From an optimization exercise on the open Yosys and OpenROAD flow, aimed at small area; shortcuts taken in it are not production practice. In this exercise RTL edits were held to simulation tests only and were not proved equivalent to the original. Power is estimated from default activity; no workload was simulated.

## hem_core
module hem_core (
    input              clk,
    input              rst,
    input              start,
    input      [11:0]  entry,
    input      [19:0]  state_ptr,
    input      [127:0] operands,
    output reg         busy,
    output     [11:0]  imem_addr,
    input      [31:0]  imem_rdata,
    output             dmem_en,
    output             dmem_we,
    output     [3:0]   dmem_be,
    output     [12:0]  dmem_addr,
    output     [31:0]  dmem_wdata,
    input      [31:0]  dmem_rdata,
    output             post_valid,
    output     [1:0]   post_dest,
    output     [31:0]  post_data,
    output reg         done,
    output reg [3:0]   done_cause,
    output     [11:0]  done_pc
);
For scale: ~7100 cells after synthesis, ~340 I/O pins, ~52000 um^2 of cells after synthesis.
clock: 15.0 ns
lec_check: 0
abc_area: 1
cap_margin: 20
core_margin: 2
core_utilization: 40
cts_cluster_diameter: 100
cts_cluster_size: 24
place_density: 0.6
slew_margin: 20
standard.sh (not shown) runs the stock make flow with config.mk's settings and CLKGATE_MAP_FILE= SYNTH_SCRIPT=/design/flow/synth_recipe.tcl, a recipe that flattens the netlist after the stock synthesis.
==> flow/flow/run.sh <==
#!/bin/bash
# Standard layout, except that the port buffers are the smallest buffer cell
# (buf_1) instead of the default clkdlybuf4s50_1, and clock tree synthesis
# uses clkbuf_8 with smaller clusters and inserts no dummy loads. Each tool's output goes to a log file in this folder.
set -euo pipefail
bash standard.sh synth > synth.log 2>&1
bash standard.sh BUFFER_PORTS_ARGS="-buffer_cell sky130_fd_sc_hd__buf_1" \
    CTS_ARGS="-sink_clustering_enable -repair_clock_nets -dont_use_dummy_load -sink_clustering_size 16 -sink_clustering_max_diameter 72 -buf_list sky130_fd_sc_hd__clkbuf_8" \
    finish > layout.log 2>&1
test -f out/final.def
The baseline completed without violations.
Next try:
--- a/flow/flow/run.sh
+++ b/flow/flow/run.sh
@@ -8 +8 @@
-    CTS_ARGS="-sink_clustering_enable -repair_clock_nets -dont_use_dummy_load -sink_clustering_size 16 -sink_clustering_max_diameter 72 -buf_list sky130_fd_sc_hd__clkbuf_8" \
+    CTS_ARGS="-sink_clustering_enable -repair_clock_nets -dont_use_dummy_load -sink_clustering_size 18 -sink_clustering_max_diameter 66 -buf_list sky130_fd_sc_hd__clkbuf_8" \
Register-to-register slack got worse by 40 ps.
Routed wire length stays flat.
Final area hardly moves.
Sequential share of layout area barely changes.
Final cell count is about the same.
Worst setup slack loses 6.7 ps.
Via count hardly moves.
Critical path depth rises by 7.
Next try:
--- a/flow/flow/run.sh
+++ b/flow/flow/run.sh
@@ -8 +8 @@
-    CTS_ARGS="-sink_clustering_enable -repair_clock_nets -dont_use_dummy_load -sink_clustering_size 18 -sink_clustering_max_diameter 66 -buf_list sky130_fd_sc_hd__clkbuf_8" \
+    CTS_ARGS="-sink_clustering_enable -repair_clock_nets -dont_use_dummy_load -sink_clustering_size 14 -sink_clustering_max_diameter 70 -buf_list sky130_fd_sc_hd__clkbuf_8" \
=> Total power went up by 0.86%; setup slack degrades by 26 ps; sequential power is about the same; final cell count stays flat; routed wire length barely changes; die area does not change; sequential share of layout area barely changes; first-iteration DRC count went up by 2.6%; non-clock buffer count went down by 1.
Next try:
==> flow/flow/run.sh (replaced) <==
#!/bin/bash
# Standard layout, except that the port buffers are the smallest buffer cell
# (buf_1) instead of the default clkdlybuf4s50_1. Each tool's output goes to
# a log file in this folder.
set -euo pipefail
bash standard.sh synth > synth.log 2>&1
bash standard.sh BUFFER_PORTS_ARGS="-buffer_cell sky130_fd_sc_hd__buf_1" finish > layout.log 2>&1
test -f out/final.def
CAP_MARGIN = 5   (was 20)
SLEW_MARGIN = 5   (was 20)
Result:
- This time the run finished but fails on capacitance limit
- die area is unchanged
- design area is about the same
- setup slack degrades by 510 ps
- core utilization went up by 0.11 points
- worst hold slack is about the same
- via count went down by 0.52%


Starting RTL as in the previous note.
clock: 15.0 ns
lec_check: 0
abc_area: 1
cap_margin: 20
core_margin: 2
core_utilization: 40
cts_cluster_diameter: 100
cts_cluster_size: 24
place_density: 0.6
slew_margin: 20
==> flow/flow/run.sh <==
#!/bin/bash
# Standard layout, except that the port buffers are the smallest buffer cell
# (buf_1) instead of the default clkdlybuf4s50_1, and clock tree synthesis
# inserts no dummy loads. Each tool's output goes to a log file in this folder.
set -euo pipefail
bash standard.sh synth > synth.log 2>&1
bash standard.sh BUFFER_PORTS_ARGS="-buffer_cell sky130_fd_sc_hd__buf_1" \
    CTS_ARGS="-sink_clustering_enable -repair_clock_nets -dont_use_dummy_load -sink_clustering_size 24 -sink_clustering_max_diameter 100" \
    finish > layout.log 2>&1
test -f out/final.def
The starting point went through all stages and came out clean.
Then changed:
--- a/flow/flow/run.sh
+++ b/flow/flow/run.sh
@@ -4 +4 @@
-# inserts no dummy loads. Each tool's output goes to a log file in this folder.
+# uses clkbuf_8 with smaller clusters and inserts no dummy loads. Each tool's output goes to a log file in this folder.
@@ -8 +8 @@
-    CTS_ARGS="-sink_clustering_enable -repair_clock_nets -dont_use_dummy_load -sink_clustering_size 24 -sink_clustering_max_diameter 100" \
+    CTS_ARGS="-sink_clustering_enable -repair_clock_nets -dont_use_dummy_load -sink_clustering_size 16 -sink_clustering_max_diameter 80 -buf_list sky130_fd_sc_hd__clkbuf_8" \
Effect: The changed run finished clean; final cell count hardly moves; core utilization goes down by 0.18 points; total power goes down slightly; combinational power is about the same; first-iteration DRC count goes down slightly; flip-flop and latch count is unchanged.

-- static timing again, ports no longer ideal --
Ports are ideal in the flow. The routed layouts listed here were re-timed in OpenROAD.
Step 1, drivers: a clkbuf_16 drives clk and a buf_2 each remaining input, both assumed.
Step 2 moves the port delays by t, midway between the first and last clock arrival at a register: inputs arrive t later, outputs are due t later. That takes back most of the time a late clock gives input paths.
Slacks: ideal ports / drivers / drivers and shift; pairs: ideal ports / drivers.
| run | shift t [ns] | slack for setup (ns) | slew at the worst register clock pin (ns) |
|---|---|---|---|
| the first run of note 1 | 0.881 | 1.267 / 1.235 / 0.354 | 0.11 / 0.11 |
| the second run of note 1 | 0.867 | 1.260 / 1.228 / 0.361 | 0.11 / 0.11 |
| the third run of note 1 | 0.866 | 1.234 / 1.206 / 0.340 | 0.10 / 0.10 |
| the fourth run of note 1 | 0.758 | 0.721 / 0.693 / -0.065 | 0.11 / 0.11 |
| the first run of note 2 | 0.729 | 1.108 / 1.079 / 0.350 | 0.11 / 0.11 |
| the second run of note 2 | 0.871 | 1.326 / 1.334 / 0.462 | 0.12 / 0.12 |
The setup slack of the first run of note 1, which loses most, moves by -0.032 ns with the drivers and by -0.913 ns with both steps.
